Context: an optimization exercise on an open-source flow, tuned for small area, a short achievable clock period and few clock cycles per item. The choices shown serve that exercise and are no tape-out recipe.
Where RTL was checked, it was by simulation tests only, not by an equivalence proof against the original.
No functional check of the RTL was part of run 1.

==> flow/design.v, too long to show whole: its modules and the start of the top module <==
// module rail_comp: 3521 lines
// module rc_fa: 4 lines
// module rc_ha: 4 lines
module rail_comp (
    input  wire               clk,
    input  wire               rst,         
    input  wire signed [15:0] b0,
    input  wire signed [15:0] b1,
    input  wire signed [15:0] b2,
    input  wire signed [15:0] b3,
    input  wire signed [15:0] a1,
    input  wire signed [15:0] a2,
    input  wire signed [15:0] a3,
    input  wire        [9:0]  cl,
    input  wire               in_valid,
    output wire               in_ready,
    input  wire signed [12:0] in_e,
    input  wire               in_clr,      
    output reg                out_valid,
    output reg         [9:0]  out_code,
    output reg                out_inlim
);
  // ...
==> flow/flow/run.sh <==
#!/bin/bash
# Standard layout, except that the port buffers that placement inserts are
# swapped for plain buffers (same pins, narrower) before clock-tree synthesis.
set -euo pipefail
R=orfs/results/${FLOW_PLATFORM}/rail_comp/base
bash standard.sh synth floorplan place > std_place.log 2>&1
openroad -no_init -exit flow/portbuf.tcl > portbuf.log 2>&1
bash standard.sh > std_finish.log 2>&1
==> flow/flow/portbuf.tcl <==
# Swap the port buffers of 3_place.odb for plain buffers of the same pins.
set res orfs/results/$::env(FLOW_PLATFORM)/rail_comp/base
read_db $res/3_place.odb
set db [ord::get_db]
set block [ord::get_db_block]
set ibuf [$db findMaster sky130_fd_sc_hd__buf_1]
set obuf [$db findMaster sky130_fd_sc_hd__buf_2]
set n 0
foreach inst [$block getInsts] {
  if {[[$inst getMaster] getName] ne "sky130_fd_sc_hd__clkdlybuf4s50_1"} { continue }
  set a [[$inst findITerm A] getNet]
  set x [[$inst findITerm X] getNet]
  if {$a ne "NULL" && [llength [$a getBTerms]] > 0} {
    $inst swapMaster $ibuf
    incr n
  } elseif {$x ne "NULL" && [llength [$x getBTerms]] > 0} {
    $inst swapMaster $obuf
    incr n
  }
}
puts "swapped $n port buffers"
write_db $res/3_place.odb
==> flow/standard.sh <==
#!/bin/bash
# synth_recipe.tcl (not shown) runs the flow's synth.tcl, then flattens the netlist and writes it again
# the make line also repeats each setting of config.mk as NAME=value (left out here)
make -C /OpenROAD-flow-scripts/flow DESIGN_CONFIG=/design/flow/config.mk WORK_HOME=/design/flow/orfs CLKGATE_MAP_FILE= SYNTH_SCRIPT=/design/flow/synth_recipe.tcl "${@:-finish}"
==> flow/config.mk <==
export PLATFORM = sky130hd
export DESIGN_NAME = rail_comp
export DESIGN_NICKNAME = rail_comp
export VERILOG_FILES = /design/flow/design.v
export SDC_FILE = /design/flow/constraint.sdc
export NUM_CORES = 4
export LEC_CHECK = 0
export ABC_AREA = 1
export CAP_MARGIN = 20
export CORE_MARGIN = 2
export CORE_UTILIZATION = 50
export SLEW_MARGIN = 20
export SYNTH_HIERARCHICAL = 1
==> flow/constraint.sdc <==
create_clock -name core_clock -period 40.0 [get_ports {clk}]
set_input_delay 8.0000 -clock core_clock [delete_from_list [all_inputs] [get_ports {clk}]]
set_output_delay 8.0000 -clock core_clock [all_outputs]
set_load 0.01 [all_outputs]
==> reports/qor.txt, run 1 <==
===============================================================================
Reg2reg setup slack ..............................................     32.10 ns
Grt total ovfl ...................................................            0
Hold Buf Count CTS ...............................................            0
Data buffer area share ...........................................       0.0324
WP buf/inv .......................................................            1
Number of endpoints with negative hold slack in the final report .            0
Crit path arrival time ...........................................      1.17 ns
Met2 routed WL ...................................................       101 mm
Register bank with the most flops ................................           xs
Combinational family with the most area after synthesis ..........  adder cells
Number of flops mapped to enable cells by yosys ..................           63
Maximum frequency from static timing analysis ....................      109 MHz
Pins Over Slew Limit .............................................            0
Antenna violations before repair .................................            7
Setup repair bufs after CTS ......................................            0
Grt met2 use .....................................................        0.624
Number of tap cells added at floorplan ...........................         1488
Layout overhead on the synthesized area ..........................        6.81%
Classification of the worst setup path ........................... flop to output pin
Sink Count .......................................................          356
Final routed wirelength across all metal layers ..................       238 mm
Critical-path cell with the highest stage delay .................. sky130_fd_sc_hd__edfxtp_1
Status ...........................................................  timing/DRC/antenna clean
Biggest cell category by area in the final layout ................ multi-input gates
===============================================================================
==> inputs of run 2 (changes only) <==
--- a/flow/design.v
+++ b/flow/design.v
@@ -3472,21 +3472,253 @@
     wire fs3269, fc3270;
     rc_fa u_fs3269 (.a(xc[39]), .b(fc3188), .c(fs3189), .s(fs3269), .co(fc3270));
     wire fs3271, fc3272;
     rc_fa u_fs3271 (.a(xs[40]), .b(xc[40]), .c(fc3190), .s(fs3271), .co(fc3272));
     wire fs3273, fc3274;
     rc_ha u_fs3273 (.a(xs[41]), .b(xc[41]), .s(fs3273), .co(fc3274));
     wire [41:0] ys = {fc3272, fc3270, fc3268, fc3266, fc3264, fc3262, fc3260, fc3258, fc3256, fc3254, fc3252, fc3250, fc3248, fc3246, fc3244, fc3242, fc3240, fc3238, fc3236, fc3234, fc3232, fc3230, fc3228, fc3226, fc3224, fc3222, fc3220, fc3218, fc3216, fc3214, fc3212, fc3210, fc3208, fc3206, fc3204, fc3202, fc3200, fc3198, fc3196, fc3194, fc3192, xc[0]};
     wire [41:0] yc = {fs3273, fs3271, fs3269, fs3267, fs3265, fs3263, fs3261, fs3259, fs3257, fs3255, fs3253, fs3251, fs3249, fs3247, fs3245, fs3243, fs3241, fs3239, fs3237, fs3235, fs3233, fs3231, fs3229, fs3227, fs3225, fs3223, fs3221, fs3219, fs3217, fs3215, fs3213, fs3211, fs3209, fs3207, fs3205, fs3203, fs3201, fs3199, fs3197, fs3195, fs3193, fs3191};
-    wire [41:0] t = ys + yc;
-    wire        [41:0] lo_t   = ys + yc + 42'd134201343;
-    wire        [41:0] hi_t   = ys + yc - {3'd0, rcl, 1'b1, 27'd0};
-    wire               lim_lo = lo_t[41];
-    wire               lim_hi = ~hi_t[41] & ~lim_lo;
+    wire bp3276, bg3275;
+    rc_ha u_bp3276 (.a(ys[0]), .b(yc[0]), .s(bp3276), .co(bg3275));
+    wire bp3278, bg3277;
+    rc_ha u_bp3278 (.a(ys[1]), .b(yc[1]), .s(bp3278), .co(bg3277));
+    wire bp3280, bg3279;
+    rc_ha u_bp3280 (.a(ys[2]), .b(yc[2]), .s(bp3280), .co(bg3279));
+    wire bp3282, bg3281;
+    rc_ha u_bp3282 (.a(ys[3]), .b(yc[3]), .s(bp3282), .co(bg3281));
+    wire bp3284, bg3283;
+    rc_ha u_bp3284 (.a(ys[4]), .b(yc[4]), .s(bp3284), .co(bg3283));
+    wire bp3286, bg3285;
+    rc_ha u_bp3286 (.a(ys[5]), .b(yc[5]), .s(bp3286), .co(bg3285));
+    wire bp3288, bg3287;
+    rc_ha u_bp3288 (.a(ys[6]), .b(yc[6]), .s(bp3288), .co(bg3287));
+    wire bp3290, bg3289;
+    rc_ha u_bp3290 (.a(ys[7]), .b(yc[7]), .s(bp3290), .co(bg3289));
+    wire bp3292, bg3291;
+    rc_ha u_bp3292 (.a(ys[8]), .b(yc[8]), .s(bp3292), .co(bg3291));
+    wire bp3294, bg3293;
+    rc_ha u_bp3294 (.a(ys[9]), .b(yc[9]), .s(bp3294), .co(bg3293));
+    wire bp3296, bg3295;
+    rc_ha u_bp3296 (.a(ys[10]), .b(yc[10]), .s(bp3296), .co(bg3295));
+    wire bp3298, bg3297;
+    rc_ha u_bp3298 (.a(ys[11]), .b(yc[11]), .s(bp3298), .co(bg3297));
+    wire bp3300, bg3299;
+    rc_ha u_bp3300 (.a(ys[12]), .b(yc[12]), .s(bp3300), .co(bg3299));
+    wire bp3302, bg3301;
+    rc_ha u_bp3302 (.a(ys[13]), .b(yc[13]), .s(bp3302), .co(bg3301));
+    wire bp3304, bg3303;
+    rc_ha u_bp3304 (.a(ys[14]), .b(yc[14]), .s(bp3304), .co(bg3303));
+    wire bp3306, bg3305;
+    rc_ha u_bp3306 (.a(ys[15]), .b(yc[15]), .s(bp3306), .co(bg3305));
+    wire bp3308, bg3307;
+    rc_ha u_bp3308 (.a(ys[16]), .b(yc[16]), .s(bp3308), .co(bg3307));
+    wire bp3310, bg3309;
+    rc_ha u_bp3310 (.a(ys[17]), .b(yc[17]), .s(bp3310), .co(bg3309));
+    wire bp3312, bg3311;
+    rc_ha u_bp3312 (.a(ys[18]), .b(yc[18]), .s(bp3312), .co(bg3311));
+    wire bp3314, bg3313;
+    rc_ha u_bp3314 (.a(ys[19]), .b(yc[19]), .s(bp3314), .co(bg3313));
+    wire bp3316, bg3315;
+    rc_ha u_bp3316 (.a(ys[20]), .b(yc[20]), .s(bp3316), .co(bg3315));
+    wire bp3318, bg3317;
+    rc_ha u_bp3318 (.a(ys[21]), .b(yc[21]), .s(bp3318), .co(bg3317));
+    wire bp3320, bg3319;
+    rc_ha u_bp3320 (.a(ys[22]), .b(yc[22]), .s(bp3320), .co(bg3319));
+    wire bp3322, bg3321;
+    rc_ha u_bp3322 (.a(ys[23]), .b(yc[23]), .s(bp3322), .co(bg3321));
+    wire bp3324, bg3323;
+    rc_ha u_bp3324 (.a(ys[24]), .b(yc[24]), .s(bp3324), .co(bg3323));
+    wire bp3326, bg3325;
+    rc_ha u_bp3326 (.a(ys[25]), .b(yc[25]), .s(bp3326), .co(bg3325));
+    wire bp3328, bg3327;
+    rc_ha u_bp3328 (.a(ys[26]), .b(yc[26]), .s(bp3328), .co(bg3327));
+    wire bp3330, bg3329;
+    rc_ha u_bp3330 (.a(ys[27]), .b(yc[27]), .s(bp3330), .co(bg3329));
+    wire bp3332, bg3331;
+    rc_ha u_bp3332 (.a(ys[28]), .b(yc[28]), .s(bp3332), .co(bg3331));
+    wire bp3334, bg3333;
+    rc_ha u_bp3334 (.a(ys[29]), .b(yc[29]), .s(bp3334), .co(bg3333));
+    wire bp3336, bg3335;
+    rc_ha u_bp3336 (.a(ys[30]), .b(yc[30]), .s(bp3336), .co(bg3335));
+    wire bp3338, bg3337;
+    rc_ha u_bp3338 (.a(ys[31]), .b(yc[31]), .s(bp3338), .co(bg3337));
+    wire bp3340, bg3339;
+    rc_ha u_bp3340 (.a(ys[32]), .b(yc[32]), .s(bp3340), .co(bg3339));
+    wire bp3342, bg3341;
+    rc_ha u_bp3342 (.a(ys[33]), .b(yc[33]), .s(bp3342), .co(bg3341));
+    wire bp3344, bg3343;
+    rc_ha u_bp3344 (.a(ys[34]), .b(yc[34]), .s(bp3344), .co(bg3343));
+    wire bp3346, bg3345;
+    rc_ha u_bp3346 (.a(ys[35]), .b(yc[35]), .s(bp3346), .co(bg3345));
+    wire bp3348, bg3347;
+    rc_ha u_bp3348 (.a(ys[36]), .b(yc[36]), .s(bp3348), .co(bg3347));
+    wire bp3350, bg3349;
+    rc_ha u_bp3350 (.a(ys[37]), .b(yc[37]), .s(bp3350), .co(bg3349));
+    wire bp3352, bg3351;
+    rc_ha u_bp3352 (.a(ys[38]), .b(yc[38]), .s(bp3352), .co(bg3351));
+    wire bp3354, bg3353;
+    rc_ha u_bp3354 (.a(ys[39]), .b(yc[39]), .s(bp3354), .co(bg3353));
+    wire bp3356, bg3355;
+    rc_ha u_bp3356 (.a(ys[40]), .b(yc[40]), .s(bp3356), .co(bg3355));
+    wire bp3358, bg3357;
+    rc_ha u_bp3358 (.a(ys[41]), .b(yc[41]), .s(bp3358), .co(bg3357));
+    wire bg3359 = bg3277 | (bp3278 & bg3275);
+    wire bp3360 = bp3278 & bp3276;
+    wire bg3361 = bg3281 | (bp3282 & bg3279);
+    wire bp3362 = bp3282 & bp3280;
+    wire bg3363 = bg3285 | (bp3286 & bg3283);
+    wire bp3364 = bp3286 & bp3284;
+    wire bg3365 = bg3289 | (bp3290 & bg3287);
+    wire bp3366 = bp3290 & bp3288;
+    wire bg3367 = bg3293 | (bp3294 & bg3291);
+    wire bp3368 = bp3294 & bp3292;
+    wire bg3369 = bg3297 | (bp3298 & bg3295);
+    wire bp3370 = bp3298 & bp3296;
+    wire bg3371 = bg3301 | (bp3302 & bg3299);
+    wire bp3372 = bp3302 & bp3300;
+    wire bg3373 = bg3305 | (bp3306 & bg3303);
+    wire bp3374 = bp3306 & bp3304;
+    wire bg3375 = bg3309 | (bp3310 & bg3307);
+    wire bp3376 = bp3310 & bp3308;
+    wire bg3377 = bg3313 | (bp3314 & bg3311);
+    wire bp3378 = bp3314 & bp3312;
+    wire bg3379 = bg3317 | (bp3318 & bg3315);
+    wire bp3380 = bp3318 & bp3316;
+    wire bg3381 = bg3321 | (bp3322 & bg3319);
+    wire bp3382 = bp3322 & bp3320;
+    wire bg3383 = bg3325 | (bp3326 & bg3323);
+    wire bp3384 = bp3326 & bp3324;
+    wire bg3385 = bg3329 | (bp3330 & bg3327);
+    wire bp3386 = bp3330 & bp3328;
+    wire bg3387 = bg3333 | (bp3334 & bg3331);
+    wire bp3388 = bp3334 & bp3332;
+    wire bg3389 = bg3337 | (bp3338 & bg3335);
+    wire bp3390 = bp3338 & bp3336;
+    wire bg3391 = bg3341 | (bp3342 & bg3339);
+    wire bp3392 = bp3342 & bp3340;
+    wire bg3393 = bg3345 | (bp3346 & bg3343);
+    wire bp3394 = bp3346 & bp3344;
+    wire bg3395 = bg3349 | (bp3350 & bg3347);
+    wire bp3396 = bp3350 & bp3348;
+    wire bg3397 = bg3353 | (bp3354 & bg3351);
+    wire bp3398 = bp3354 & bp3352;
+    wire bg3399 = bg3357 | (bp3358 & bg3355);
+    wire bp3400 = bp3358 & bp3356;
+    wire bg3401 = bg3361 | (bp3362 & bg3359);
+    wire bp3402 = bp3362 & bp3360;
+    wire bg3403 = bg3365 | (bp3366 & bg3363);
+    wire bp3404 = bp3366 & bp3364;
+    wire bg3405 = bg3369 | (bp3370 & bg3367);
+    wire bp3406 = bp3370 & bp3368;
+    wire bg3407 = bg3373 | (bp3374 & bg3371);
+    wire bp3408 = bp3374 & bp3372;
+    wire bg3409 = bg3377 | (bp3378 & bg3375);
+    wire bp3410 = bp3378 & bp3376;
+    wire bg3411 = bg3381 | (bp3382 & bg3379);
+    wire bp3412 = bp3382 & bp3380;
+    wire bg3413 = bg3385 | (bp3386 & bg3383);
+    wire bp3414 = bp3386 & bp3384;
+    wire bg3415 = bg3389 | (bp3390 & bg3387);
+    wire bp3416 = bp3390 & bp3388;
+    wire bg3417 = bg3393 | (bp3394 & bg3391);
+    wire bp3418 = bp3394 & bp3392;
+    wire bg3419 = bg3397 | (bp3398 & bg3395);
+    wire bp3420 = bp3398 & bp3396;
+    wire bg3421 = bg3403 | (bp3404 & bg3401);
+    wire bp3422 = bp3404 & bp3402;
+    wire bg3423 = bg3407 | (bp3408 & bg3405);
+    wire bp3424 = bp3408 & bp3406;
+    wire bg3425 = bg3411 | (bp3412 & bg3409);
+    wire bp3426 = bp3412 & bp3410;
+    wire bg3427 = bg3415 | (bp3416 & bg3413);
+    wire bp3428 = bp3416 & bp3414;
+    wire bg3429 = bg3419 | (bp3420 & bg3417);
+    wire bp3430 = bp3420 & bp3418;
+    wire bg3431 = bg3423 | (bp3424 & bg3421);
+    wire bp3432 = bp3424 & bp3422;
+    wire bg3433 = bg3427 | (bp3428 & bg3425);
+    wire bp3434 = bp3428 & bp3426;
+    wire bg3435 = bg3433 | (bp3434 & bg3431);
+    wire bp3436 = bp3434 & bp3432;
+    wire bg3437 = bg3425 | (bp3426 & bg3431);
+    wire bp3438 = bp3426 & bp3432;
+    wire bg3439 = bg3429 | (bp3430 & bg3435);
+    wire bp3440 = bp3430 & bp3436;
+    wire bg3441 = bg3405 | (bp3406 & bg3421);
+    wire bp3442 = bp3406 & bp3422;
+    wire bg3443 = bg3409 | (bp3410 & bg3431);
+    wire bp3444 = bp3410 & bp3432;
+    wire bg3445 = bg3413 | (bp3414 & bg3437);
+    wire bp3446 = bp3414 & bp3438;
+    wire bg3447 = bg3417 | (bp3418 & bg3435);
+    wire bp3448 = bp3418 & bp3436;
+    wire bg3449 = bg3363 | (bp3364 & bg3401);
+    wire bp3450 = bp3364 & bp3402;
+    wire bg3451 = bg3367 | (bp3368 & bg3421);
+    wire bp3452 = bp3368 & bp3422;
+    wire bg3453 = bg3371 | (bp3372 & bg3441);
+    wire bp3454 = bp3372 & bp3442;
+    wire bg3455 = bg3375 | (bp3376 & bg3431);
+    wire bp3456 = bp3376 & bp3432;
+    wire bg3457 = bg3379 | (bp3380 & bg3443);
+    wire bp3458 = bp3380 & bp3444;
+    wire bg3459 = bg3383 | (bp3384 & bg3437);
+    wire bp3460 = bp3384 & bp3438;
+    wire bg3461 = bg3387 | (bp3388 & bg3445);
+    wire bp3462 = bp3388 & bp3446;
+    wire bg3463 = bg3391 | (bp3392 & bg3435);
+    wire bp3464 = bp3392 & bp3436;
+    wire bg3465 = bg3395 | (bp3396 & bg3447);
+    wire bp3466 = bp3396 & bp3448;
+    wire bg3467 = bg3399 | (bp3400 & bg3439);
+    wire bp3468 = bp3400 & bp3440;
+    wire bg3469 = bg3279 | (bp3280 & bg3359);
+    wire bp3470 = bp3280 & bp3360;
+    wire bg3471 = bg3283 | (bp3284 & bg3401);
+    wire bp3472 = bp3284 & bp3402;
+    wire bg3473 = bg3287 | (bp3288 & bg3449);
+    wire bp3474 = bp3288 & bp3450;
+    wire bg3475 = bg3291 | (bp3292 & bg3421);
+    wire bp3476 = bp3292 & bp3422;
+    wire bg3477 = bg3295 | (bp3296 & bg3451);
+    wire bp3478 = bp3296 & bp3452;
+    wire bg3479 = bg3299 | (bp3300 & bg3441);
+    wire bp3480 = bp3300 & bp3442;
+    wire bg3481 = bg3303 | (bp3304 & bg3453);
+    wire bp3482 = bp3304 & bp3454;
+    wire bg3483 = bg3307 | (bp3308 & bg3431);
+    wire bp3484 = bp3308 & bp3432;
+    wire bg3485 = bg3311 | (bp3312 & bg3455);
+    wire bp3486 = bp3312 & bp3456;
+    wire bg3487 = bg3315 | (bp3316 & bg3443);
+    wire bp3488 = bp3316 & bp3444;
+    wire bg3489 = bg3319 | (bp3320 & bg3457);
+    wire bp3490 = bp3320 & bp3458;
+    wire bg3491 = bg3323 | (bp3324 & bg3437);
+    wire bp3492 = bp3324 & bp3438;
+    wire bg3493 = bg3327 | (bp3328 & bg3459);
+    wire bp3494 = bp3328 & bp3460;
+    wire bg3495 = bg3331 | (bp3332 & bg3445);
+    wire bp3496 = bp3332 & bp3446;
+    wire bg3497 = bg3335 | (bp3336 & bg3461);
+    wire bp3498 = bp3336 & bp3462;
+    wire bg3499 = bg3339 | (bp3340 & bg3435);
+    wire bp3500 = bp3340 & bp3436;
+    wire bg3501 = bg3343 | (bp3344 & bg3463);
+    wire bp3502 = bp3344 & bp3464;
+    wire bg3503 = bg3347 | (bp3348 & bg3447);
+    wire bp3504 = bp3348 & bp3448;
+    wire bg3505 = bg3351 | (bp3352 & bg3465);
+    wire bp3506 = bp3352 & bp3466;
+    wire bg3507 = bg3355 | (bp3356 & bg3439);
+    wire bp3508 = bp3356 & bp3440;
+    wire [41:0] t = {(bp3358 ^ bg3507), (bp3356 ^ bg3439), (bp3354 ^ bg3505), (bp3352 ^ bg3465), (bp3350 ^ bg3503), (bp3348 ^ bg3447), (bp3346 ^ bg3501), (bp3344 ^ bg3463), (bp3342 ^ bg3499), (bp3340 ^ bg3435), (bp3338 ^ bg3497), (bp3336 ^ bg3461), (bp3334 ^ bg3495), (bp3332 ^ bg3445), (bp3330 ^ bg3493), (bp3328 ^ bg3459), (bp3326 ^ bg3491), (bp3324 ^ bg3437), (bp3322 ^ bg3489), (bp3320 ^ bg3457), (bp3318 ^ bg3487), (bp3316 ^ bg3443), (bp3314 ^ bg3485), (bp3312 ^ bg3455), (bp3310 ^ bg3483), (bp3308 ^ bg3431), (bp3306 ^ bg3481), (bp3304 ^ bg3453), (bp3302 ^ bg3479), (bp3300 ^ bg3441), (bp3298 ^ bg3477), (bp3296 ^ bg3451), (bp3294 ^ bg3475), (bp3292 ^ bg3421), (bp3290 ^ bg3473), (bp3288 ^ bg3449), (bp3286 ^ bg3471), (bp3284 ^ bg3401), (bp3282 ^ bg3469), (bp3280 ^ bg3359), (bp3278 ^ bg3275), bp3276};
+    wire               lim_lo = $signed(t) < -42'sd134201343;
+    wire               lim_hi = $signed(t[41:27]) > $signed({4'd0, rcl, 1'b0});
     wire        [24:0] u_a    = t[38:14];                  
     wire               corr   = (t[13:0] == 14'd0) && (u_a[24] || u_a == 25'd0);
     wire        [13:0] u_dec  = u_a[13:0] - 14'd1;
     wire        [24:0] u_rnd  = corr ? {11'h7ff, u_dec} : u_a;
     wire        [9:0]  code_n = t[37:28] + {9'd0, t[27]};
     wire        [9:0]  code   = lim_lo ? 10'd0 : (lim_hi ? rcl : code_n);
     wire        [24:0] u_st   = lim_lo ? 25'd0 : (lim_hi ? {1'b0, rcl, 14'd0} : u_rnd);
     always @(posedge clk) begin
@@ -3497,20 +3729,18 @@
             u1 <= 25'd0;
             u2 <= 25'd0;
             u3 <= 25'd0;
         end else if (v1) begin
             u1 <= u_st;
             u2 <= u1;
             u3 <= u2;
         end
-        if (v1) begin
-            out_code  <= code;
-            out_inlim <= lim_hi;
-        end
+        out_code  <= code;
+        out_inlim <= lim_hi;
         if (rst) begin
             v0        <= 1'b0;
             v1        <= 1'b0;
             out_valid <= 1'b0;
             pclr      <= 1'b1;
         end else begin
             v0        <= take;
             v1        <= v0;
==> run 2 against run 1 <==
Critical path depth unchanged. Area after synthesis is 2.8% lower. Non-clock buffer count is 25 lower. Via count decreased by 8.7%. Highest routed layer unchanged. Count of clock-buffer cells in the layout increased by 4.
==> reports/qor.txt, run 2 <==
================================================================================
Max FFs per register ..............................................           42
Initial core utilization ..........................................        0.504
Largest registers ................................................. xs: 42 flops, xc: 41 flops
# rows ............................................................          120
Clock tree skew after final layout ................................    0.0267 ns
Most common library cell in the layout ignoring fill and taps ..... sky130_fd_sc_hd__fa_1
Clock period minus worst slack ....................................      9.07 ns
Routed via count divided by cell count ............................         6.44
Detailed Route Iter0 Violations ...................................         5187
Dominant delay contributor by cell family on the critical path ....   flip-flops
Final RePlAce weighted congestion .................................         1.02
Grt total ovfl ....................................................            0   unchanged
DIE HEIGHT ........................................................  333 microns
Post-synthesis cell type with the largest combined area ........... sky130_fd_sc_hd__fa_1
Finished layout cell area .........................................  57400 sq um
Share of the yosys chip area belonging to registers ...............        0.141
Startpoint class of the critical path .............................         flop
Delay of the slowest critical-path stage ..........................      0.29 ns
Clock slew at reported path FFs ...................................      0.06 ns
Final routed wirelength across all metal layers ...................       206 mm   -13%
Maximum frequency from static timing analysis .....................      110 MHz   +1.0%
Flip-flop and latch count after synthesis .........................          356
Hold Buf Count CTS ................................................            0   unchanged
Simple-gate portion of the synthesized area .......................       0.0548
Critical-path cell with the highest stage delay ................... sky130_fd_sc_hd__dfxtp_1
Final routed wire length divided by cell count .................... 30.7 microns
Maximum Capacitance Violations ....................................            0
Adder and majority gate portion of the synthesized area ...........        0.429
Max-slew headroom .................................................        0.232
Total standard cell area after synthesis ..........................  54100 sq um
Final total negative setup slack ..................................         0 ns
Dominant synthesized flop cell .................................... sky130_fd_sc_hd__dfxtp_1
Combinational family with the most area after synthesis ...........  adder cells
Setup repair bufs after CTS .......................................            0   unchanged
Setup repair after global routing missed its margin ...............        false
Critical path cell sequence .......................................        buf_2
Met2 routed WL ....................................................      90.4 mm   -10%
Clock latency (worst-skew pair) ...................................      0.66 ns
Async set-reset flop share out of synthesis .......................            0
Number of unique standard cell types used by synthesis ............           51
Number of flops mapped to enable cells by yosys ...................           52   -17%
WP buf/inv ........................................................            1   unchanged
Maximum number of pins on one net before global-route repair ......           61
Length of routed wiring on met1 ...................................      76.4 mm
Cts repair resizes ................................................            0
Synth Instances ...................................................         5349
Width of the chip .................................................  333 microns
Sink Count ........................................................          356   unchanged
Register bank with the most flops .................................           xs
# H-tree levels ...................................................            2
First-pass GRT wire length ........................................       303 mm
List of most frequent post-synthesis cells ........................ sky130_fd_sc_hd__fa_1 (1044), sky130_fd_sc_hd__xor2_1 (999), sky130_fd_sc_hd__o22ai_1 (949), sky130_fd_sc_hd__dfxtp_1 (304), sky130_fd_sc_hd__nand2_1 (292)
Final HPWL DP .....................................................       156 mm
Vias in the first global route ....................................        44292
Sum of met3 wire segment lengths after detailed routing ...........      24.5 mm
Uppermost routed layer ............................................         met5
Synthesized-area fraction occupied by ao, oa, aoi and oai cells ...        0.137
Crit path arrival time ............................................      1.07 ns   -0.10 ns
Total nets after synthesis ........................................         6716
Total DRC errors in the routed layout .............................            0
Global routing usage summed across all routing layers .............        0.371
Buffers on Ports ..................................................          150
Classification of the worst setup path ............................ flop to output pin
Total CTS buffers .................................................           45
Area share of the leading cell type in the synthesized netlist ....        0.387
Share of the synthesized netlist area taken by xor and xnor gates .        0.175
Status ............................................................  timing/DRC/antenna clean
Avg Inst Size Synth ...............................................   10.1 sq um
Filler cells ......................................................         9831
Category of the worst setup path capture point ....................   output pin
Buffer type at the clock tree root ................................ sky130_fd_sc_hd__clkbuf_16
Worst-margin pin slew .............................................      1.15 ns
Proportion of layout cells with a drive suffix above 1 ............       0.0686
Antenna violations before repair ..................................           12   +5
Via count .........................................................        43206
Share of the cycle needed by the critical path after routing ......        0.227
Clock tree from TritonCTS .........................................        built
Pins Over Slew Limit ..............................................            0   unchanged
Boundary pin count ................................................          152
Share of cell area taken by muxes after synthesis .................      0.00495
Layout overhead on the synthesized area ...........................        6.15%
Crit Path Max Fanout ..............................................            1
Post-DP Area ......................................................  56700 sq um
Crit path required time ...........................................     32.00 ns
Synth area leaders ................................................ sky130_fd_sc_hd__fa_1 (39%), sky130_fd_sc_hd__xor2_1 (16%), sky130_fd_sc_hd__dfxtp_1 (11%)
Nets ..............................................................         6639
Setup-violating endpoint count in the final report ................            0
Final antenna-violating net count .................................            0
Pre-antenna DRT Iters .............................................            9
Number of warnings reported in the yosys synthesis log ............            7
Number of endpoints with negative hold slack in the final report ..            0   unchanged
CTS max path bufs .................................................            3
Core Region ....................................................... 107000 sq um
Hold/Removal Path Class ........................................... flop to flop
Leading cell types in the layout, fill and taps excluded .......... sky130_fd_sc_hd__fa_1 (1044), sky130_fd_sc_hd__xor2_1 (999), sky130_fd_sc_hd__o22ai_1 (949)
Leading cell type by number of instances after synthesis .......... sky130_fd_sc_hd__fa_1
Die Footprint ..................................................... 111000 sq um
================================================================================
## run 2: cell types whose count changed in the layout (fill, tap and decap cells not counted), moves of 20 or more
cell | previous run | this run
sky130_fd_sc_hd__a21oi_1 | 110 | 75
sky130_fd_sc_hd__inv_1 | 350 | 237
sky130_fd_sc_hd__buf_4 | 178 | 153
sky130_fd_sc_hd__ha_1 | 160 | 184
sky130_fd_sc_hd__o21ai_0 | 89 | 127
sky130_fd_sc_hd__nor2_1 | 292 | 250
sky130_fd_sc_hd__nand2_1 | 582 | 289
sky130_fd_sc_hd__nand3_1 | 88 | 68
## run 2: kinds of logic after synthesis
kind of cell	count (synthesis)
fa+ha+maj	1228
compound gates	1216
xor+xnor	1079
buf+inv	735
simple gates	710
flops	356
mux	23
other cells	2
## run 2: final cells by class
class	count	area, sq um	area share
sequential	356	7650	0.133
inverter	307	1150	0.0201
multi-input combinational	4258	43500	0.758
clock buffer	58	1220	0.0213
clock inverter	26	333	0.00580
timing repair buffer	304	1740	0.0303
tap	1403	1760	0.0306
antenna	2	5.00	0.0000872
## run 2: per-layer routing
metal	up-vias	global-route usage
met5	-	0.00651
met4	14	0.211
met3	691	0.115
met2	2996	0.565
met1	21614	0.468
li1	17891	-
## run 2: final timing paths
kind / from / end / slack (ns) / depth (start not counted)
worst max-delay path: out_code[1] / out_code[1] / 30.93 / 1
worst min-delay path: u1[21] / u1[21] / 0.47 / 2
worst max register to register: u1[10] / u1[23] / 31.90 / 35
worst min register to register: u1[21] / u1[21] / 0.47 / 2
## run 2: per-module statistics from Yosys, one instance, submodules excluded
module / area, sq um / flops+latches
rc_fa: 20.0 / 0
rail_comp: 32000 / 356
rc_ha: 12.5 / 0
## run 2: metrics by stage
step	cells	utilization	worst slack, ns	hold slack [ns]
global placement	6627	0.529	30.40	0.458
detailed placement	6628	0.529	30.38	0.467
finish	6714	0.535	30.93	0.473
CTS	6712	0.535	30.88	0.477
floorplan	5349	-	31.20	0.403
global route	6712	0.535	30.86	0.490
Testbench counts of run 2, summed over its fixed seeds: cycles 12,024, samples 12,000.
==> inputs of run 3 (changes only) <==
--- a/flow/config.mk
+++ b/flow/config.mk
@@ -8,6 +8,8 @@
 export ABC_AREA = 1
 export CAP_MARGIN = 20
 export CORE_MARGIN = 2
-export CORE_UTILIZATION = 50
+export CORE_UTILIZATION = 60
+export CTS_CLUSTER_DIAMETER = 150
+export CTS_CLUSTER_SIZE = 27
 export SLEW_MARGIN = 20
 export SYNTH_HIERARCHICAL = 1
==> run 3 against run 2 <==
Area after synthesis unchanged. Still clean. Count of clock-buffer cells in the layout down 36. First-iteration DRC count up 16%.
==> reports/qor.txt, run 3 <==
===============================================================================
Layout overhead on the synthesized area ..........................        3.63%
Total CTS buffers ................................................           17   -62%
Total DRC errors in the routed layout ............................            0   unchanged
Area share of the leading cell type in the synthesized netlist ...        0.387   unchanged
First-pass GRT wire length .......................................       296 mm   -2.1%
Clock latency (worst-skew pair) ..................................      0.62 ns   -0.04 ns
Max-slew headroom ................................................        0.187   -0.0450
Boundary pin count ...............................................          152   unchanged
Detailed Route Iter0 Violations ..................................         6009   +16%
Critical path cell sequence ......................................        buf_2
Die Footprint ....................................................  92500 sq um   -16%
Pre-antenna DRT Iters ............................................            9   unchanged
Buffer type at the clock tree root ............................... sky130_fd_sc_hd__clkbuf_16
Hold/Removal Path Class .......................................... flop to flop
Length of routed wiring on met1 ..................................      73.1 mm   -4.3%
Clock slew at reported path FFs ..................................      0.12 ns   +0.06 ns
Final Non-Filler Cells ...........................................         6431   -4.2%
# rows ...........................................................          110   -8.3%
Synth Instances ..................................................         5349   unchanged
CTS max path bufs ................................................            3   unchanged
Start point of the worst min-delay path ..........................       u1[11]
Category of the worst setup path capture point ...................   output pin
Setup-violating endpoint count in the final report ...............            0   unchanged
Vias in the first global route ...................................        44091   -0.45%
Met2 routed WL ...................................................      89.3 mm   -1.2%
Number of endpoints with negative hold slack in the final report .            0   unchanged
Avg Inst Size Synth ..............................................   10.1 sq um   unchanged
Number of warnings reported in the yosys synthesis log ...........            7   unchanged
Pins Over Slew Limit .............................................            0   unchanged
Critical path depth ..............................................            1   unchanged
Leading cell types in the layout, fill and taps excluded ......... sky130_fd_sc_hd__fa_1 (1044), sky130_fd_sc_hd__xor2_1 (999), sky130_fd_sc_hd__o22ai_1 (949)
Delay of the slowest critical-path stage .........................      0.32 ns   +0.03 ns
Most common library cell in the layout ignoring fill and taps .... sky130_fd_sc_hd__fa_1
Sum of met3 wire segment lengths after detailed routing ..........      23.5 mm   -4.0%
Initial core utilization .........................................        0.603   +0.0991
Total nets after synthesis .......................................         6716   unchanged
List of most frequent post-synthesis cells ....................... sky130_fd_sc_hd__fa_1 (1044), sky130_fd_sc_hd__xor2_1 (999), sky130_fd_sc_hd__o22ai_1 (949), sky130_fd_sc_hd__dfxtp_1 (304), sky130_fd_sc_hd__nand2_1 (292)
Hold Buf Count CTS ...............................................            0   unchanged
Critical-path cell with the highest stage delay .................. sky130_fd_sc_hd__dfxtp_1
Final RePlAce weighted congestion ................................         1.04   +2.1%
Setup repair after global routing missed its margin ..............        false
Leading cell type by number of instances after synthesis ......... sky130_fd_sc_hd__fa_1
Number of unique standard cell types used by synthesis ...........           51   unchanged
Post-placement cell count ........................................         6402   -3.4%
Dominant delay contributor by cell family on the critical path ...   flip-flops
Total standard cell area after synthesis .........................  54100 sq um   unchanged
Setup repair bufs after CTS ......................................            0   unchanged
Number of flops mapped to enable cells by yosys ..................           52   unchanged
Cts repair resizes ...............................................            0   unchanged
DIE HEIGHT .......................................................  304 microns   -8.6%
Reg2reg setup slack ..............................................     31.70 ns   -0.20 ns
Uppermost routed layer ...........................................         met5
Final routed wirelength across all metal layers ..................       201 mm   -2.7%
Width of the chip ................................................  304 microns   -8.6%
Antenna violations before repair .................................           10   -2
Maximum Capacitance Violations ...................................            0   unchanged
Crit path required time ..........................................     32.00 ns   about the same
Crit Path Max Fanout .............................................            1   unchanged
Register bank with the most flops ................................           xs
Proportion of layout cells with a drive suffix above 1 ...........       0.0571   -0.0114
Nets .............................................................         6614   -0.38%
Synth area leaders ............................................... sky130_fd_sc_hd__fa_1 (39%), sky130_fd_sc_hd__xor2_1 (16%), sky130_fd_sc_hd__dfxtp_1 (11%)
Crit path arrival time ...........................................      1.06 ns   about the same
Final routed wire length divided by cell count ................... 31.2 microns   +1.6%
Routed via count divided by cell count ...........................         6.79   +5.5%
Worst-margin pin slew ............................................      1.22 ns   +0.0658 ns
Sink Count .......................................................          356   unchanged
Clock tree skew after final layout ...............................    0.0407 ns   +0.0140 ns
Flip-flop and latch count after synthesis ........................          356   unchanged
# H-tree levels ..................................................            1   -1
Hold path cells ..................................................            2   unchanged
Async set-reset flop share out of synthesis ......................            0   unchanged
Filler cells .....................................................         7789   -21%
Clock period minus worst slack ...................................      9.06 ns   -0.0145 ns
Final HPWL DP ....................................................       153 mm   -1.9%
Status ...........................................................  timing/DRC/antenna clean
Post-synthesis cell type with the largest combined area .......... sky130_fd_sc_hd__fa_1
Share of the yosys chip area belonging to registers ..............        0.141   unchanged
Dominant synthesized flop cell ................................... sky130_fd_sc_hd__dfxtp_1
Classification of the worst setup path ........................... flop to output pin
Final total negative setup slack .................................         0 ns   unchanged
Max FFs per register .............................................           42   unchanged
Maximum frequency from static timing analysis ....................      110 MHz   +0.16%
Worst r2r src ....................................................       u1[15]
Maximum number of pins on one net before global-route repair .....           71   +16%
Startpoint class of the critical path ............................         flop
Grt total ovfl ...................................................            0   unchanged
Critical path launch point .......................................  out_code[4]
Buffers on Ports .................................................          150   unchanged
Largest registers ................................................ xs: 42 flops, xc: 41 flops
Via count ........................................................        43652   +1.0%
Global routing usage summed across all routing layers ............        0.433   +0.0622
Share of the cycle needed by the critical path after routing .....        0.226   -0.000363
WP buf/inv .......................................................            1   unchanged
Worst R2R Path Depth .............................................           36   +2.9%
Clock tree from TritonCTS ........................................        built
Core Region ......................................................  89600 sq um   -16%
Final antenna-violating net count ................................            0   unchanged
===============================================================================
[run 3: cell counts after synthesis]
No cell type changed its count.
[run 3: metrics by stage]
stage / util / hold WS, ns / setup WS [ns] / area (sq um)
3_3_place_gp: 0.630 / 0.458 / 30.50 / 56400
6_report: 0.625 / 0.477 / 30.94 / 56000
5_1_grt: 0.625 / 0.496 / 30.91 / 56000
2_1_floorplan: - / 0.403 / 31.20 / 54100
4_1_cts: 0.625 / 0.478 / 30.94 / 56000
3_5_place_dp: 0.630 / 0.461 / 30.43 / 56400
[run 3: path summary, 6_finish.rpt]
path / endpoint
min: u1[11]
max: out_code[4]
min reg2reg: u1[11]
max reg2reg: u1[23]
[run 3: cell type report]
cell class	count	area (sq um)	share of cell area
Antenna cell	3	7.51	0.000134
Clock buffer	22	444	0.00793
Clock inverter	2	25.0	0.000447
Inverter	307	1150	0.0206
Multi-Input combinational cell	4258	43500	0.776
Sequential cell	356	7650	0.137
Tap cell	1176	1470	0.0263
Timing Repair Buffer	307	1780	0.0318
[run 3: routing by layer]
metal,vias up,global-route usage
li1,17801,-
met1,21845,0.561
met2,3230,0.672
met3,764,0.113
met4,12,0.228
met5,-,0.00362
[run 3: logic make-up (layout without fill, tap and decap cells)]
kind of cell	count (synthesis)	in the layout	share of synthesized area
AO/OA/AOI/OAI	1216	1216	0.137
XOR/XNOR	1079	1079	0.175
adder cells (fa/ha/maj)	1228	1228	0.429
buffers and inverters	735	638	0.0573
flip-flops	356	356	0.141
multiplexers	23	23	0.00495
other	2	5	0.000139
AND/OR/NAND/NOR	710	710	0.0548
[run 3: worst reg2reg max path: cells and delay by family (launching register included)]
kind | cells | cell delay (ns)
AOI/OAI and AO/OA | 6 | 1.17
xor gates and xnor gates | 1 | 0.14
adders and majority gates | 8 | 3.20
buffers and inverters | 3 | 1.16
DFF | 1 | 0.36
and+or+nand+nor | 18 | 2.14
[run 3: Yosys stat by module, one instance, submodules excluded]
module	times used	cell area, sq um
rc_ha	90	12.5
rc_fa	1044	20.0
rail_comp	1	32000
==> inputs of run 4 (changes only) <==
--- a/flow/config.mk
+++ b/flow/config.mk
@@ -10,6 +10,6 @@
 export CORE_MARGIN = 2
 export CORE_UTILIZATION = 60
 export CTS_CLUSTER_DIAMETER = 150
-export CTS_CLUSTER_SIZE = 27
+export CTS_CLUSTER_SIZE = 20
 export SLEW_MARGIN = 20
 export SYNTH_HIERARCHICAL = 1
==> run 4 against run 3 <==
Maximum frequency hardly changed. Worst hold slack worse by 0.0029 ns. Largest cell class unchanged. Synthesized cell count unchanged. Routed wire length about the same. Sequential share of layout area about the same. Core utilization grew 0.061 points. Area after synthesis stayed put. Global-route usage is essentially flat. Critical path depth stayed put. Die area is the same. Still clean on timing, DRC and antenna. Via count fell by 0.13%. Critical endpoint unchanged.
==> reports/qor.txt, run 4 <==
===============================================================================
Clock period minus worst slack ...................................      9.06 ns   +0.00380 ns
Antenna violations before repair .................................            9   -1
Number of warnings reported in the yosys synthesis log ...........            7   unchanged
Vias in the first global route ...................................        44138   +0.11%
Crit Path Max Fanout .............................................            1   unchanged
Total area of sequential cells ...................................   7650 sq um   unchanged
Buffer type at the clock tree root ............................... sky130_fd_sc_hd__clkbuf_16
Sink Count .......................................................          356   unchanged
Register bank with the most flops ................................           xs
Filler cells .....................................................         7776   -0.17%
Final Non-Filler Cells ...........................................         6434   +0.047%
Clock tree from TritonCTS ........................................        built
Synth Instances ..................................................         5349   unchanged
Critical-path cell with the highest stage delay .................. sky130_fd_sc_hd__dfxtp_1
Crit path required time ..........................................     32.00 ns   about the same
Clock slew at reported path FFs ..................................      0.10 ns   -0.02 ns
Die Footprint ....................................................  92500 sq um   unchanged
Final total negative setup slack .................................         0 ns   unchanged
Synth area leaders ............................................... sky130_fd_sc_hd__fa_1 (39%), sky130_fd_sc_hd__xor2_1 (16%), sky130_fd_sc_hd__dfxtp_1 (11%)
Most common library cell in the layout ignoring fill and taps .... sky130_fd_sc_hd__fa_1
Total standard cell area after synthesis .........................  54100 sq um   unchanged
Pins Over Slew Limit .............................................            0   unchanged
Detailed Route Iter0 Violations ..................................         6100   +1.5%
Setup-violating endpoint count in the final report ...............            0   unchanged
Flip-flop and latch count after synthesis ........................          356   unchanged
Number of flops mapped to enable cells by yosys ..................           52   unchanged
Status ...........................................................  timing/DRC/antenna clean
Classification of the worst setup path ........................... flop to output pin
Category of the worst setup path capture point ...................   output pin
Total CTS buffers ................................................           21   +4
Clock tree skew after final layout ...............................    0.0504 ns   +0.00967 ns
DIE HEIGHT .......................................................  304 microns   unchanged
Global routing usage summed across all routing layers ............        0.433   about the same
Final antenna-violating net count ................................            0   unchanged
Max-slew headroom ................................................        0.206   +0.0189
Critical path cell sequence ......................................        buf_2
Layout overhead on the synthesized area ..........................        3.73%   about the same
Final routed wirelength across all metal layers ..................       201 mm   about the same
Maximum number of pins on one net before global-route repair .....           71   unchanged
Grt total ovfl ...................................................            0   unchanged
Delay of the slowest critical-path stage .........................      0.32 ns   about the same
Final routed wire length divided by cell count ................... 31.2 microns   about the same
WP buf/inv .......................................................            1   unchanged
Initial core utilization .........................................        0.603   unchanged
CTS max path bufs ................................................            3   unchanged
Cts repair resizes ...............................................            0   unchanged
# H-tree levels ..................................................            1   unchanged
Post-placement cell count ........................................         6402   unchanged
Hold/Removal Path Class .......................................... flop to flop
Width of the chip ................................................  304 microns   unchanged
Leading cell type by number of instances after synthesis ......... sky130_fd_sc_hd__fa_1
Final HPWL DP ....................................................       153 mm   unchanged
Share of the yosys chip area belonging to registers ..............        0.141   unchanged
Area share of the leading cell type in the synthesized netlist ...        0.387   unchanged
List of most frequent post-synthesis cells ....................... sky130_fd_sc_hd__fa_1 (1044), sky130_fd_sc_hd__xor2_1 (999), sky130_fd_sc_hd__o22ai_1 (949), sky130_fd_sc_hd__dfxtp_1 (304), sky130_fd_sc_hd__nand2_1 (292)
Core Region ......................................................  89600 sq um   unchanged
Setup repair after global routing missed its margin ..............        false
Crit path arrival time ...........................................      1.06 ns   about the same
Number of unique standard cell types used by synthesis ...........           51   unchanged
Share of the cycle needed by the critical path after routing .....        0.227   about the same
Leading cell types in the layout, fill and taps excluded ......... sky130_fd_sc_hd__fa_1 (1044), sky130_fd_sc_hd__xor2_1 (999), sky130_fd_sc_hd__o22ai_1 (949)
Largest registers ................................................ xs: 42 flops, xc: 41 flops
Hold Buf Count CTS ...............................................            0   unchanged
Area taken by multi-input logic gates ............................  43500 sq um   unchanged
Maximum frequency from static timing analysis ....................      110 MHz   about the same
Boundary pin count ...............................................          152   unchanged
Avg Inst Size Synth ..............................................   10.1 sq um   unchanged
Total nets after synthesis .......................................         6716   unchanged
Maximum Capacitance Violations ...................................            0   unchanged
Max FFs per register .............................................           42   unchanged
Dominant synthesized flop cell ................................... sky130_fd_sc_hd__dfxtp_1
# rows ...........................................................          110   unchanged
Setup repair bufs after CTS ......................................            0   unchanged
Total DRC errors in the routed layout ............................            0   unchanged
Post-synthesis cell type with the largest combined area .......... sky130_fd_sc_hd__fa_1
Buffers on Ports .................................................          150   unchanged
Nets .............................................................         6616   +0.030%
Worst-margin pin slew ............................................      1.19 ns   -0.0283 ns
Async set-reset flop share out of synthesis ......................            0   unchanged
First-pass GRT wire length .......................................       297 mm   +0.21%
Pre-antenna DRT Iters ............................................           10   +1
Dominant delay contributor by cell family on the critical path ...   flip-flops
Clock latency (worst-skew pair) ..................................      0.63 ns   about the same
Via count ........................................................        43597   -0.13%
Startpoint class of the critical path ............................         flop
Proportion of layout cells with a drive suffix above 1 ...........       0.0576   +0.000527
Routed via count divided by cell count ...........................         6.78   -0.17%
Final RePlAce weighted congestion ................................         1.04   unchanged
Number of endpoints with negative hold slack in the final report .            0   unchanged
===============================================================================
[run 4: changes by cell type in the layout (fill, tap and decap cells not counted), sizes merged]
cell,change
diode,-1
clkbuf,+6
buf,-2
[run 4: cell type report]
| cell class | count | area share |
|---|---|---|
| multi-input combinational | 4258 | 0.775 |
| sequential | 356 | 0.137 |
| timing repair buffer | 305 | 0.0311 |
| tap | 1176 | 0.0262 |
| inverter | 307 | 0.0206 |
| clock buffer | 28 | 0.00984 |
| clock inverter | 2 | 0.000245 |
| antenna | 2 | 0.0000893 |
[run 4: path summary, 6_finish.rpt]
path / from / endpoint / slack, ns / depth (start not counted)
worst min register to register: u1[11] / u1[11] / 0.47 / 2
worst min-delay path: u1[11] / u1[11] / 0.47 / 2
worst max register to register: u1[15] / u1[23] / 31.76 / 35
worst max-delay path: out_code[4] / out_code[4] / 30.94 / 1
[run 4: cell families (layout without fill, tap and decap cells)]
logic type,after synthesis,count (layout),share of synthesized area
DFF,356,356,0.141
other,2,4,0.000139
xor gates and xnor gates,1079,1079,0.175
muxes,23,23,0.00495
AOI/OAI and AO/OA,1216,1216,0.137
buffers and inverters,735,642,0.0573
adders and majority gates,1228,1228,0.429
and+or+nand+nor,710,710,0.0548
[run 4: per-stage QoR]
step | setup WS, ns | instance area, sq um | hold WS, ns | utilization
final | 30.94 | 56100 | 0.474 | 0.626
after global routing | 30.90 | 56100 | 0.494 | 0.626
after CTS | 30.90 | 56100 | 0.476 | 0.626
after detailed placement | 30.43 | 56400 | 0.461 | 0.630
after global placement | 30.50 | 56400 | 0.458 | 0.630
after floorplan | 31.20 | 54100 | 0.403 | -
[run 4: modules after synthesis, one instance, submodules excluded]
| module | copies in the design | flops+latches | cells | cell area, sq um |
|---|---|---|---|---|
| rc_ha | 90 | 0 | 1 | 12.5 |
| rc_fa | 1044 | 0 | 1 | 20.0 |
| rail_comp | 1 | 356 | 4215 | 32000 |
[run 4: per-layer routing]
layer | GRT usage | share of wire
met3 | 0.118 | 0.12
met5 | 0.00517 | 0.00075
met1 | 0.556 | 0.36
met4 | 0.229 | 0.070
met2 | 0.674 | 0.45

port drivers added, routing unchanged:
The flow's constraints put no driver on any port. The routed layouts listed below were extracted and timed again, unchanged, in two steps. Step 1 assumes that a clkbuf_16 drives the clock port and a buf_2 every other input. Step 2 adds t to the input delays and takes it off the output delays; t is the mean of the earliest and latest rising clock arrival at the registers after step 1. Input paths then give back, and output paths get back, about the clock's delay inside the block. Three values: no drivers, after step 1, after step 2; two values: the first two.
run	t (ns)	slack for setup (ns)	latest minus earliest clock arrival (ns)
run 1	0.734	30.832 / 30.755 / 30.813	0.035 / 0.035
run 2	0.715	30.927 / 30.854 / 30.741	0.029 / 0.030
run 3	0.670	30.942 / 30.870 / 30.828	0.041 / 0.040
run 4	0.676	30.938 / 30.863 / 30.811	0.050 / 0.051
After both steps setup and hold are still met in every run listed. The setup slack of run 2, which loses most, moves by -0.073 ns with the drivers and by -0.186 ns with both steps.
